Source: an optimization exercise on an open RTL-to-GDS flow (aim: small area, a short achievable clock period and few clock cycles per item). Production flows keep margins and buffers that such runs may drop.
Only simulation tests tie the RTL to the original design; equivalence was not proved.
Power is estimated from default activity; no workload was simulated.

==> flow/design.v (outline; a module is shown in full before it is edited, if it fits) <==
// module meas_stream: 8930 lines
module meas_stream (
  input  wire        clk,
  input  wire        rst_n,
  input  wire        in_valid,
  output wire        in_ready,
  input  wire        in_cfg,
  input  wire [31:0] in_word,
  input  wire [3:0]  cfg_rank_win,
  input  wire [3:0]  cfg_rank,
  input  wire [2:0]  cfg_resp,
  input  wire [23:0] cfg_offset,
  input  wire [31:0] cfg_gain,
  output reg         out_valid,
  output reg  [31:0] out_value,
  output reg         out_sat,
  output reg         err_valid,
  output reg         err_fault
);
  // ...
==> flow/flow/run.sh <==
#!/bin/bash
# Standard ORFS layout (the standard.sh: standard synthesis, floorplan,
# placement, CTS, routing, finish) with two repair settings changed:
#  - the timing repair steps aim for a setup slack well above the 15 ns
#    constraint, so that they work on the design's real critical paths
#    (the clock period and the SDC are unchanged);
#  - gate sizing may pick any drive strength, not only cells of the same
#    footprint.
# The tools' output goes to make_finish.log in this folder (ORFS also keeps
# its per-step logs under orfs/logs).
set -euo pipefail
MARGIN=${MARGIN:-10.75}
bash standard.sh SETUP_SLACK_MARGIN=$MARGIN MATCH_CELL_FOOTPRINT=0 finish > make_finish.log 2>&1
==> flow/standard.sh <==
#!/bin/bash
# synth_recipe.tcl (not shown) runs the flow's synth.tcl, then flattens the netlist and writes it again
# the make line also repeats each setting of config.mk as NAME=value (left out here)
make -C /OpenROAD-flow-scripts/flow DESIGN_CONFIG=/design/flow/config.mk WORK_HOME=/design/flow/orfs CLKGATE_MAP_FILE= SYNTH_SCRIPT=/design/flow/synth_recipe.tcl "${@:-finish}"
==> flow/config.mk <==
export PLATFORM = sky130hd
export DESIGN_NAME = meas_stream
export DESIGN_NICKNAME = meas_stream
export VERILOG_FILES = /design/flow/design.v
export SDC_FILE = /design/flow/constraint.sdc
export NUM_CORES = 4
export LEC_CHECK = 0
export CAP_MARGIN = 20
export CORE_MARGIN = 2
export CORE_UTILIZATION = 40
export CTS_CLUSTER_DIAMETER = 70
export CTS_CLUSTER_SIZE = 22
export SLEW_MARGIN = 20
export SYNTH_MEMORY_MAX_BITS = 65536
==> flow/constraint.sdc <==
create_clock -name core_clock -period 15.0 [get_ports {clk}]
set_input_delay 3.0000 -clock core_clock [delete_from_list [all_inputs] [get_ports {clk}]]
set_output_delay 3.0000 -clock core_clock [all_outputs]
set_load 0.01 [all_outputs]
==> results.tsv, run 1 <==
metric	value	unit
critPathTopFamily	flip-flops	
fin_cells	20200	
fillers	40100	
ys_warn_count	5	
clk_latency	1.03	ns
busiest_layer	met2	
top_regs	hist: 1512 flops, fh5: 264 flops, win: 216 flops	
seqCellArea	81600	um2
synthArstFlopShare	0	%
endpoint	err_fault	
antenna_cells	44	
grt_start_max_net_pins	182	
use_met1	35.5	%
p_leak	69.2	nW
synth_xor_area_share	7.58	%
nClkBuffers	280	
drtIter0Drc	17700	
synth_fa_ha_area_share	20.1	%
synth_compound_area_share	13.4	%
largest_register_ffs	1512	
placedCellCount	19800	
dieArea	443000	um2
status	finished clean	
seq_cells	3097	
comb_cell_power	10.4	mW
grt_pass1_vias	120000	
setup-violations-final	0	
ys_top_cells_by_count	edfxtp_1, a22oi_1, inv_1, fa_1, dfxtp_1	
dp_worst_setup_slack	9.66	ns
antenna_found_initial	32	
yosys.area.top_type	edfxtp_1	
vias	122000	
ir_worst_vdd	0.148	mV
final_common_cell	edfxtp_1	
cp_cell_sequence	buf_6	
met1Wirelength	235	mm
power	27.1	mW
crit_slowest_cell	dfxtp_4	
portBuffers	139	
cts_root_buffer	clkbuf_16	
holdWs	0.306	ns
firstDrtPassIters	9	
ys.flop_type	edfxtp_1	
power_leader	registers	
path_buf_inv	1	
Testbench counts, summed over its fixed seeds: cycles 29,088, items 28,800.
==> inputs of run 2 (changes only) <==
--- a/flow/design.v
+++ b/flow/design.v
@@ -154,16 +154,17 @@
   reg [23:0] vop3;
   reg  [7:0]  c_lt, c_gt;
   always @* begin
     for (mc = 0; mc < 8; mc = mc + 1) begin
       c_lt[mc] = par_ok ? (r0_word[23:0] < win[mc]) : (mc == 0 ? 1'b0 : wlt[0][mc]);
       c_gt[mc] = par_ok ? (r0_word[23:0] > win[mc]) : (mc == 0 ? 1'b0 : wgt[0][mc]);
     end
   end
+  reg         err_v2, err_f2;     
   reg         v2, o2, sat2;
   reg  [8:0]  wm2;
   reg  [9:1]  wh2;       
   reg  [2:0]  rs2, q2;
   reg         fr2;
   always @(posedge clk) begin
     if (!rst_n) begin
       cur_rw   <= 4'd1;
@@ -176,22 +177,26 @@
       fail_run <= 2'd0;
       last_val <= 24'd0;
       last_sat <= 1'b0;
       last_refns <= 1'b0;
       v2 <= 1'b0;
       tk2 <= 1'b0; tk3 <= 1'b0; tk4 <= 1'b0; tk5 <= 1'b0; tk6 <= 1'b0; tk7 <= 1'b0;
       err_valid <= 1'b0;
       err_fault <= 1'b0;
+      err_v2    <= 1'b0;
+      err_f2    <= 1'b0;
     end else begin
       tk2 <= s1_cfg; tk3 <= tk2; tk4 <= tk3; tk5 <= tk4; tk6 <= tk5; tk7 <= tk6;
       if (tk6) off_cur  <= off_new;
       if (tk7) gain_cur <= gain_new;
-      err_valid <= s1_word & ~par_ok;
-      err_fault <= s1_word & ~par_ok & (fail_run == 2'd1);
+      err_v2    <= s1_word & ~par_ok;
+      err_f2    <= s1_word & ~par_ok & (fail_run == 2'd1);
+      err_valid <= err_v2;
+      err_fault <= err_f2;
       v2 <= s1_word;
       if (s1_cfg) begin
         cur_rw <= r0_rw;
         cur_rk <= r0_rk;
         cur_rs <= r0_rs;
       end
       if (s1_word) begin
         if (par_ok) begin
--- a/flow/flow/run.sh
+++ b/flow/flow/run.sh
@@ -4,10 +4,10 @@
 #  - the timing repair steps aim for a setup slack well above the 15 ns
 #    constraint, so that they work on the design's real critical paths
 #    (the clock period and the SDC are unchanged);
 #  - gate sizing may pick any drive strength, not only cells of the same
 #    footprint.
 # The tools' output goes to make_finish.log in this folder (ORFS also keeps
 # its per-step logs under orfs/logs).
 set -euo pipefail
-MARGIN=${MARGIN:-10.75}
+MARGIN=${MARGIN:-11.0}
 bash standard.sh SETUP_SLACK_MARGIN=$MARGIN MATCH_CELL_FOOTPRINT=0 finish > make_finish.log 2>&1
==> run 2 against run 1 <==
Area after synthesis decreased by 0.16%. Die area decreased by 0.16%. Fmax increased by 0.65%. Non-clock buffer count increased by 100. Register-to-register slack improved by 0.21 ns. Core utilization increased by 0.50 points. Clock power decreased by 2%. Power increased by 0.43%.
==> results.tsv, run 2 <==
metric	value	unit	change
worst-setup-path-type	flop to output pin		
ys_ff_latch	3099		
drive_gt1_share	8.70	%	
cp_cell_sequence	buf_6		
gp_congestion	1.03		
power	27.3	mW	+0.43%
ant_nets	0		
seqCellArea	81800	um2	+0.21%
core_area	435000	um2	
antenna_found_initial	31		-3.1%
holdWs	0.333	ns	+0.0266 ns
ys_warn_count	5		unchanged
netlist_area	175000	um2	
drv_cap	0		
firstDrtPassIters	9		unchanged
hpwl	409	mm	
cts_root_buffer	clkbuf_16		
ir_worst_vdd	0.187	mV	+26%
grt-ovfl-total	0		
dr_wl_met2	258	mm	
setup-violations-final	0		unchanged
worst_ep_required_time	12.00	ns	
rsz0062_at_grt	yes		
end_kind	output pin		
swShare	37.7	%	
portBuffers	139		unchanged
maxSlewViolCount	0		
p_int	17.0	mW	
cts.sinks	3099		
switchingPower	10.3	mW	
p_seq_share	38.8	%	
synth_edf_count	1924		
cts.htree.levels	4		
syn_area_per_cell	12.0	um2	
io_pins	140		
vias	122000		+0.25%
hold_violations	0		
clockPowerShare	21.7	%	
cpPeakStageDelay	0.37	ns	
grt_start_max_net_pins	193		+6.0%
arrival	1.43	ns	
min_path_type	flop to flop		
grt.total_usage	27.4	%	
drtIter0Drc	18200		+3.0%
wl_per_cell	30.8	um	
cts_buffer_depth	4		
synthArstFlopShare	0	%	unchanged
pwr-share-comb	39.5	%	
ys.flop_type	edfxtp_1		
yosys.area.top_type	edfxtp_1		
syn_inst	14600		
top_regs	hist: 1512 flops, fh5: 264 flops, win: 216 flops		
synth.top_cell.area_share	33.0	%	
skew	0.0820	ns	
cp-start-kind	flop		
p_leak	69.8	nW	+0.84%
ys_seq_area_share	46.5	%	
path_buf_inv	1		unchanged
nNetsFinal	16300		
ys_top_cells_by_area	edfxtp_1, fa_1, dfxtp_1		
placementRows	242		
relSlewSlack	18.5	%	
largest_register_ffs	1512		unchanged
via_per_inst	6.06		
fillers	40100		-0.095%
final_common_cell	edfxtp_1		
die_h	665	um	
syn_nets	16700		
fin_crit_sh	29.6	%	
routed_wl	622	mm	
drcViolationCount	0		
clk_pin_slew	0.09	ns	
fmax	225	MHz	
regMostFlops	hist		
yosys.cell_count.top_type	edfxtp_1		
multi_input_area	84200	um2	
grt_pass1_wl	881	mm	
start_util	40.2	%	
wl_met3	81.7	mm	
top_layer_used	met5		
cts_buffers	199		
area_growth	9.22	%	
dieArea	443000	um2	-0.16%
grt_pass1_vias	120000		+0.26%
clk_latency	1.00	ns	-0.03 ns
crit_fanout	1		
die_w	665	um	
ys_types	95		
met1Wirelength	239	mm	+1.6%
final_cell_mix	edfxtp_1, a22oi_1, inv_1		
ys_top_cells_by_count	edfxtp_1, a22oi_1, inv_1, fa_1, dfxtp_1		
worst_pin_slew	1.22	ns	
critPathTopFamily	flip-flops		
crit_slowest_cell	dfxtp_4		
status	finished clean		
fin_tns_setup	0	ns	
period_needed	4.44	ns	
cts_tree	yes		
powerDensity	143	nW/um2	
run 2: changes by cell type in the layout (fill, tap and decap cells not counted), moves of 24 or more:
cell	change
a22oi_1	-25
buf_12	+24
buf_6	+57
dfxtp_2	-27
dfxtp_4	+43
diode_2	-29
nor3_1	-29
run 2: per-layer routing:
layer | track usage (%) | up-vias
met4 | 15.0 | 14
met5 | 0.0217 | -
li1 | - | 50500
met1 | 36.3 | 61000
met3 | 8.78 | 2067
met2 | 39.6 | 8858
run 2: timing repair:
action                                  4_1_cts  5_1_grt
cloned                                        1        2
pin swaps                                    15       33
gates resized for setup                     316      220
hold buffers                                  0        0
endpoints found under the setup margin      384      329
buffers inserted                             23       74
run 2: final timing paths:
path / slack, ns / startpoint / cells after the start / to
worst max-delay path: 10.57 / err_valid / 1 / err_valid
worst min-delay path: 0.33 / o4 / 0 / o5
worst max register to register: 10.96 / dg4_3[31] / 9 / fh5[147]
worst min register to register: 0.33 / o4 / 0 / o5
run 2: stage by stage:
step,cell area [um2],util [%],cells,setup WS [ns]
finish,191000,43.9,20200,10.57
detailed placement,182000,41.9,19700,9.85
floorplan,175000,-,14600,3.89
global placement,182000,41.9,19700,9.84
CTS,189000,43.5,20100,10.50
global route,191000,43.9,20200,10.53
run 2: power groups by stage:
stage	clock network [mW]	logic, mW	registers (mW)
floorplan	0	7.10	10.4
global placement	0	10.5	10.7
detailed placement	0	10.5	10.8
CTS	6.04	10.7	10.6
global route	6.32	12.1	10.6
finish	5.91	10.8	10.6
run 2: final cells by class:
class	instances	share of cell area, %
Antenna cell	15	0.0197
Sequential cell	3099	42.8
Multi-Input combinational cell	8873	44.1
Clock buffer	282	2.82
Inverter	1562	3.09
Clock inverter	87	0.601
Tap cell	5734	3.76
Timing Repair Buffer	544	2.81
run 2: logic make-up after synthesis:
group | share of synthesized area, %
fa+ha+maj | 20.1
buf+inv | 5.70
flops | 46.5
mux | 1.13
compound gates | 13.4
simple gates | 5.62
xor+xnor | 7.63
Testbench counts of run 2, summed over its fixed seeds: cycles 29,088, items 28,800.
==> inputs of run 3 (changes only) <==
--- a/flow/flow/run.sh
+++ b/flow/flow/run.sh
@@ -11,3 +11,3 @@
 set -euo pipefail
-MARGIN=${MARGIN:-11.0}
+MARGIN=${MARGIN:-10.75}
 bash standard.sh SETUP_SLACK_MARGIN=$MARGIN MATCH_CELL_FOOTPRINT=0 finish > make_finish.log 2>&1
==> run 3 against run 2 <==
Still clean on timing, DRC and antenna. Final cell count down 0.39%. Critical path depth unchanged. Clock power about the same. Combinational power about the same. First-iteration DRC count down 0.83%. Clock skew up 0.0024 ns. Sequential power about the same. Register-to-register slack worse by 0.20 ns. Clock-buffer cell count unchanged. Sequential cell count unchanged. Die area unchanged. Largest power group is now registers.
==> results.tsv, run 3 <==
metric	value	unit	change
placementRows	242		unchanged
ys_seq_area_share	46.5	%	unchanged
min_to	o5		
yosys.cell_count.top_type	edfxtp_1		
ys_top_cells_by_area	edfxtp_1, fa_1, dfxtp_1		
io_pins	140		unchanged
cts.htree.levels	4		unchanged
syn_area_per_cell	12.0	um2	unchanged
cts_hold_buf	0		unchanged
crit_fanout	1		unchanged
cts_buffers	199		unchanged
end_kind	output pin		
arrival	1.46	ns	+0.03 ns
placedCellCount	19700		unchanged
ff2ff_path_depth	10		+1
critPathTopFamily	flip-flops		
cpPeakStageDelay	0.37	ns	about the same
fin_crit_sh	29.7	%	+0.17 points
fin_cells	20100		-0.39%
cp_cell_sequence	buf_6		
status	finished clean		
ys.flop_type	edfxtp_1		
relSlewSlack	22.0	%	+3.5 points
final_common_cell	edfxtp_1		
regMostFlops	hist		
min_path_type	flop to flop		
cp-start-kind	flop		
setup-violations-final	0		unchanged
min_from	o4		
area_growth	8.21	%	
final_cell_mix	edfxtp_1, a22oi_1, inv_1		
skew	0.0844	ns	+0.00239 ns
fin_tns_setup	0	ns	unchanged
powerDensity	143	nW/um2	+0.43%
clk_latency	1.03	ns	+0.03 ns
maxSlewViolCount	0		unchanged
netlist_area	175000	um2	unchanged
setup_ws	10.54	ns	-0.0250 ns
die_h	665	um	unchanged
largest_register_ffs	1512		unchanged
clk_pin_slew	0.09	ns	about the same
hold_violations	0		unchanged
grt_pass1_wl	878	mm	-0.36%
ys_top_cells_by_count	edfxtp_1, a22oi_1, inv_1, fa_1, dfxtp_1		
grt.total_usage	27.3	%	-0.10 points
rr_startpoint	dg4_2[21]		
wl_per_cell	30.7	um	-0.33%
drive_gt1_share	7.75	%	-0.95 points
grt_pass1_vias	120000		-0.38%
cts_tree	yes		
fin_util	43.5	%	-0.41 points
drtIter0Drc	18000		-0.83%
syn_nets	16700		unchanged
power	27.1	mW	-0.49%
top_regs	hist: 1512 flops, fh5: 264 flops, win: 216 flops		
r2r_slack	10.76	ns	-0.20 ns
period_needed	4.46	ns	+0.0250 ns
syn_inst	14600		unchanged
ys_ff_latch	3099		unchanged
synth.top_cell.area_share	33.0	%	unchanged
antenna_found_initial	28		-9.7%
hold_depth	0		unchanged
ys_warn_count	5		unchanged
cts_root_buffer	clkbuf_16		
core_area	435000	um2	unchanged
drcViolationCount	0		unchanged
grt-ovfl-total	0		unchanged
firstDrtPassIters	13		+4
worst_ep_required_time	12.00	ns	about the same
routed_wl	618	mm	-0.72%
start_util	40.2	%	unchanged
worst_pin_slew	1.17	ns	-0.0526 ns
nNetsFinal	16300		-0.50%
p_leak	69.0	nW	-1.0%
grt_start_max_net_pins	193		unchanged
ir_worst_vdd	0.186	mV	-0.56%
synthArstFlopShare	0	%	unchanged
fmax	224	MHz	-0.56%
yosys.area.top_type	edfxtp_1		
dp_worst_setup_slack	9.85	ns	unchanged
hpwl	409	mm	unchanged
crit_slowest_cell	dfxtp_4		
via_per_inst	6.07		about the same
ys_types	95		unchanged
worst-setup-path-type	flop to output pin		
cts_buffer_depth	4		unchanged
rsz0062_at_grt	yes		
dieArea	443000	um2	unchanged
cts.sinks	3099		unchanged
die_w	665	um	unchanged
vias	122000		-0.38%
path_buf_inv	1		unchanged
r2r_end	fh5[130]		
synth_edf_count	1924		unchanged
drv_cap	0		unchanged
portBuffers	139		unchanged
ant_nets	0		unchanged
gp_congestion	1.03		unchanged
[run 3: cell counts after synthesis]
No cell type changed its count.
[run 3: stage by stage]
step | instance area, um2 | hold slack, ns
2_1_floorplan | 175000 | 0.310
3_3_place_gp | 182000 | 0.311
3_5_place_dp | 182000 | 0.312
5_1_grt | 189000 | 0.344
6_report | 189000 | 0.333
4_1_cts | 189000 | 0.333
[run 3: layer usage]
| metal | track usage [%] | vias to the layer above | share of wire, % |
|---|---|---|---|
| met5 | 0.0651 | - | 0.0081 |
| met4 | 14.3 | 8 | 6.6 |
| met3 | 8.50 | 2005 | 13 |
| met2 | 39.7 | 8614 | 42 |
| met1 | 36.4 | 61000 | 39 |
| li1 | - | 50400 | - |
[run 3: how the worst max path moves through the flow]
stage                       endpoint  cells past startpoint      start  slack (ns)
after floorplan           hist[0][0]                      0         v2        3.89
after global placement         n7[0]                      4      rst_n        9.84
after detailed placement       n7[0]                      4      rst_n        9.85
after CTS                  err_valid                      1  err_valid       10.50
after global routing       err_valid                      1  err_valid       10.51
final                      err_valid                      1  err_valid       10.54
[run 3: layout make-up]
cell class	instances	area, um2
clock buffers	282	5390
fillers	40200	246000
flip-flops and latches	3099	81700
repair buffers	463	4010
inverters	1562	5880
multi-input cells	8873	83900
clock inverters	87	1150
diodes	17	42.5
well taps	5734	7170
[run 3: where the power goes]
group | total [mW] | leakage, nW | internal [mW] | switching [mW]
combinational | 10.6 | 39.7 | 4.29 | 6.31
clock | 5.91 | 3.15 | 2.70 | 3.21
sequential | 10.6 | 26.2 | 9.91 | 0.701
total | 27.1 | 69.0 | 16.9 | 10.2
[run 3: cell families (layout without fill, tap and decap cells)]
group | after synthesis | count (layout) | share of synthesized area, %
AOI/OAI and AO/OA | 3207 | 3207 | 13.4
xor gates and xnor gates | 1523 | 1523 | 7.63
adders and majority gates | 1963 | 1963 | 20.1
buffers and inverters | 2638 | 2394 | 5.70
DFF | 3099 | 3099 | 46.5
muxes | 183 | 183 | 1.13
other | 0 | 17 | 0
and+or+nand+nor | 1997 | 1997 | 5.62
[run 3: worst reg2reg max path: stages (launching register included)]
cell and delay (ns):
dfxtp_2 0.91, a22oi_1 0.25, xnor2_1 0.28, fa_1 0.57, inv_1 0.06, fa_1 0.42, fa_1 0.50, inv_1 0.05
fa_1 0.55, inv_1 0.07, fa_1 0.46
[run 3: what timing repair did]
item,4_1_cts,5_1_grt
pin swaps,3,8
gates resized for setup,182,117
endpoints found under the setup margin,290,277
cloned,0,2
hold endpoints to repair,0,0
setup buffers,3,14
==> inputs of run 4 (changes only) <==
--- a/flow/config.mk
+++ b/flow/config.mk
@@ -10,2 +10,3 @@
 export CORE_UTILIZATION = 40
+export CTS_BUF_LIST = sky130_fd_sc_hd__clkbuf_8 sky130_fd_sc_hd__clkbuf_16
 export CTS_CLUSTER_DIAMETER = 70
==> run 4 against run 3 <==
Clock-buffer cell count is 77 lower. Global-route usage barely moved. Fmax hardly changed. Critical path type unchanged.
==> results.tsv, run 4 <==
metric	value	unit	change
final_cell_mix	edfxtp_1, a22oi_1, inv_1		
ir_worst_vdd	0.187	mV	+0.56%
cts.htree.levels	4		unchanged
ys.flop_type	edfxtp_1		
drv_cap	0		unchanged
placedCellCount	19700		unchanged
drcViolationCount	0		unchanged
worst-setup-path-type	flop to output pin		
p_seq_share	39.2	%	about the same
pwr-share-comb	39.2	%	about the same
ys_ff_latch	3099		unchanged
grt_pass1_wl	878	mm	about the same
powerDensity	143	nW/um2	-0.10%
grt.total_usage	27.3	%	about the same
cts_tree	yes		
period_needed	4.46	ns	-0.00150 ns
start_util	40.2	%	unchanged
cp_cell_sequence	buf_6		
firstDrtPassIters	7		-6
crit_slowest_cell	dfxtp_4		
area_growth	8.19	%	about the same
crit_fanout	1		unchanged
swShare	37.8	%	+0.11 points
relSlewSlack	20.7	%	-1.3 points
final_area	189000	um2	about the same
clockPowerShare	21.6	%	-0.2 points
setup-violations-final	0		unchanged
fmax	224	MHz	about the same
clk_pin_slew	0.09	ns	about the same
hpwl	409	mm	unchanged
fin_crit_sh	29.7	%	about the same
ys_top_cells_by_area	edfxtp_1, fa_1, dfxtp_1		
cts_buffer_depth	4		unchanged
worst_ep_required_time	12.00	ns	about the same
ys_warn_count	5		unchanged
ys_types	95		unchanged
fin_tns_setup	0	ns	unchanged
syn_nets	16700		unchanged
synthArstFlopShare	0	%	unchanged
ant_nets	0		unchanged
portBuffers	139		unchanged
critPathTopFamily	flip-flops		
syn_area_per_cell	12.0	um2	unchanged
die_w	665	um	unchanged
yosys.area.top_type	edfxtp_1		
min_path_type	flop to flop		
hold_violations	0		unchanged
via_per_inst	6.05		-0.20%
routed_wl	617	mm	about the same
io_pins	140		unchanged
cts_buffers	199		unchanged
cts.sinks	3099		unchanged
holdWs	0.333	ns	+0.000147 ns
yosys.cell_count.top_type	edfxtp_1		
wl_per_cell	30.7	um	about the same
syn_inst	14600		unchanged
cp-start-kind	flop		
clk_latency	1.02	ns	about the same
arrival	1.46	ns	about the same
ys_seq_area_share	46.5	%	unchanged
grt-ovfl-total	0		unchanged
netlist_area	175000	um2	unchanged
p_int	16.8	mW	-0.29%
die_h	665	um	unchanged
drtIter0Drc	18200		+0.75%
synth.top_cell.area_share	33.0	%	unchanged
dieArea	443000	um2	unchanged
synth_edf_count	1924		unchanged
placementRows	242		unchanged
maxSlewViolCount	0		unchanged
gp_congestion	1.03		unchanged
grt_pass1_vias	120000		+0.0025%
cts_root_buffer	clkbuf_16		
skew	0.0821	ns	-0.00233 ns
largest_register_ffs	1512		unchanged
switchingPower	10.2	mW	+0.17%
drive_gt1_share	7.74	%	-0.014 points
cpPeakStageDelay	0.37	ns	about the same
end_kind	output pin		
regMostFlops	hist		
fin_cells	20100		-0.045%
grt_start_max_net_pins	193		unchanged
core_area	435000	um2	unchanged
ys_top_cells_by_count	edfxtp_1, a22oi_1, inv_1, fa_1, dfxtp_1		
p_leak	69.3	nW	+0.45%
worst_pin_slew	1.19	ns	+0.0192 ns
rsz0062_at_grt	yes		
antenna_found_initial	30		+7.1%
path_buf_inv	1		unchanged
top_regs	hist: 1512 flops, fh5: 264 flops, win: 216 flops		
status	finished clean		
nNetsFinal	16300		unchanged
final_common_cell	edfxtp_1		
cts_hold_buf	0		unchanged
vias	122000		-0.24%
post_dp_cell_area	182000	um2	unchanged
run 4: cell families after synthesis:
logic type,share of synthesized area [%]
xor gates and xnor gates,7.63
and+or+nand+nor,5.62
DFF,46.5
buffers and inverters,5.70
muxes,1.13
adders and majority gates,20.1
AOI/OAI and AO/OA,13.4
run 4: per-stage QoR:
step	total power [mW]	util (%)	setup slack [ns]
detailed placement	21.3	41.9	9.85
global route	28.9	43.5	10.51
CTS	27.2	43.4	10.50
finish	27.1	43.5	10.54
floorplan	17.5	-	3.89
global placement	21.2	41.9	9.84
run 4: cell type report:
cell class,instances,area [um2]
fillers,40200,246000
multi-input cells,8873,83900
flip-flops and latches,3099,81700
well taps,5734,7170
inverters,1562,5880
clock buffers,205,5100
repair buffers,463,4010
clock inverters,164,1440
diodes,8,20.0
run 4: path summary, 6_finish.rpt:
kind | depth (start not counted) | endpoint | from | slack, ns
max | 1 | err_valid | err_valid | 10.54
min | 0 | o5 | o4 | 0.33
max reg2reg | 10 | fh5[124] | dg4_2[15] | 10.75
min reg2reg | 0 | o5 | o4 | 0.33
run 4: what timing repair did:
action                     4_1_cts  5_1_grt
buffers inserted                 3       14
setup endpoints to repair      290      278
cloned                           0        2
gates resized for setup        184      114
pin swaps                        3        8
hold endpoints to repair         0        0
run 4: layer usage:
layer	GRT usage (%)	routed length, um	vias up
met5	0.0651	71	-
met4	14.4	41300	12
met3	8.52	80600	1957
met2	39.6	257000	8563
met1	36.4	238000	60800
li1	-	-	50400
run 4: power groups by stage:
stage / Combinational (mW) / Sequential (mW) / Clock, mW
2_1_floorplan: 7.10 / 10.4 / 0
3_3_place_gp: 10.5 / 10.7 / 0
3_5_place_dp: 10.5 / 10.8 / 0
4_1_cts: 10.6 / 10.6 / 5.99
5_1_grt: 12.0 / 10.7 / 6.27
6_report: 10.6 / 10.6 / 5.86
run 4: worst reg2reg max path, cell delays in order, from the launching register on:
cell and delay, ns:
dfxtp_2 0.96, a22oi_1 0.32, xnor2_1 0.19, fa_1 0.54, inv_1 0.06, fa_1 0.45, fa_1 0.50, inv_1 0.05
fa_1 0.50, inv_1 0.06, fa_1 0.47

-- what the ideal ports hide --
No port has a modelled driver above. Below, the same layouts with a new extraction and two added sets of constraints. Step 1, drivers: a clkbuf_16 drives clk and a buf_2 each remaining input, both assumed. Step 2 adds t to the input delays and takes it off the output delays; t is the mean of the earliest and latest rising clock arrival at the registers after step 1. Input paths then give back, and output paths get back, about the clock's delay inside the block. Slacks: ideal / step 1 / step 2; pairs: ideal / step 1.
run	t, ns	setup WS [ns]	hold slack, ns	worst setup path at the end	worst register clock-pin slew, ns
run 1	1.092	10.536 / 10.415 / 10.457	0.306 / 0.306 / 0.306	input to register	0.10 / 0.10
run 2	1.075	10.565 / 10.447 / 10.243	0.333 / 0.333 / 0.333	input to register	0.11 / 0.11
run 3	1.080	10.540 / 10.443 / 10.103	0.333 / 0.333 / 0.333	input to register	0.10 / 0.10
run 4	1.079	10.542 / 10.443 / 10.100	0.333 / 0.333 / 0.333	input to register	0.11 / 0.11
After both steps setup and hold are still met in every run listed. For run 4, which loses most, drivers alone change the setup slack by -0.099 ns; drivers and shift together by -0.442 ns.
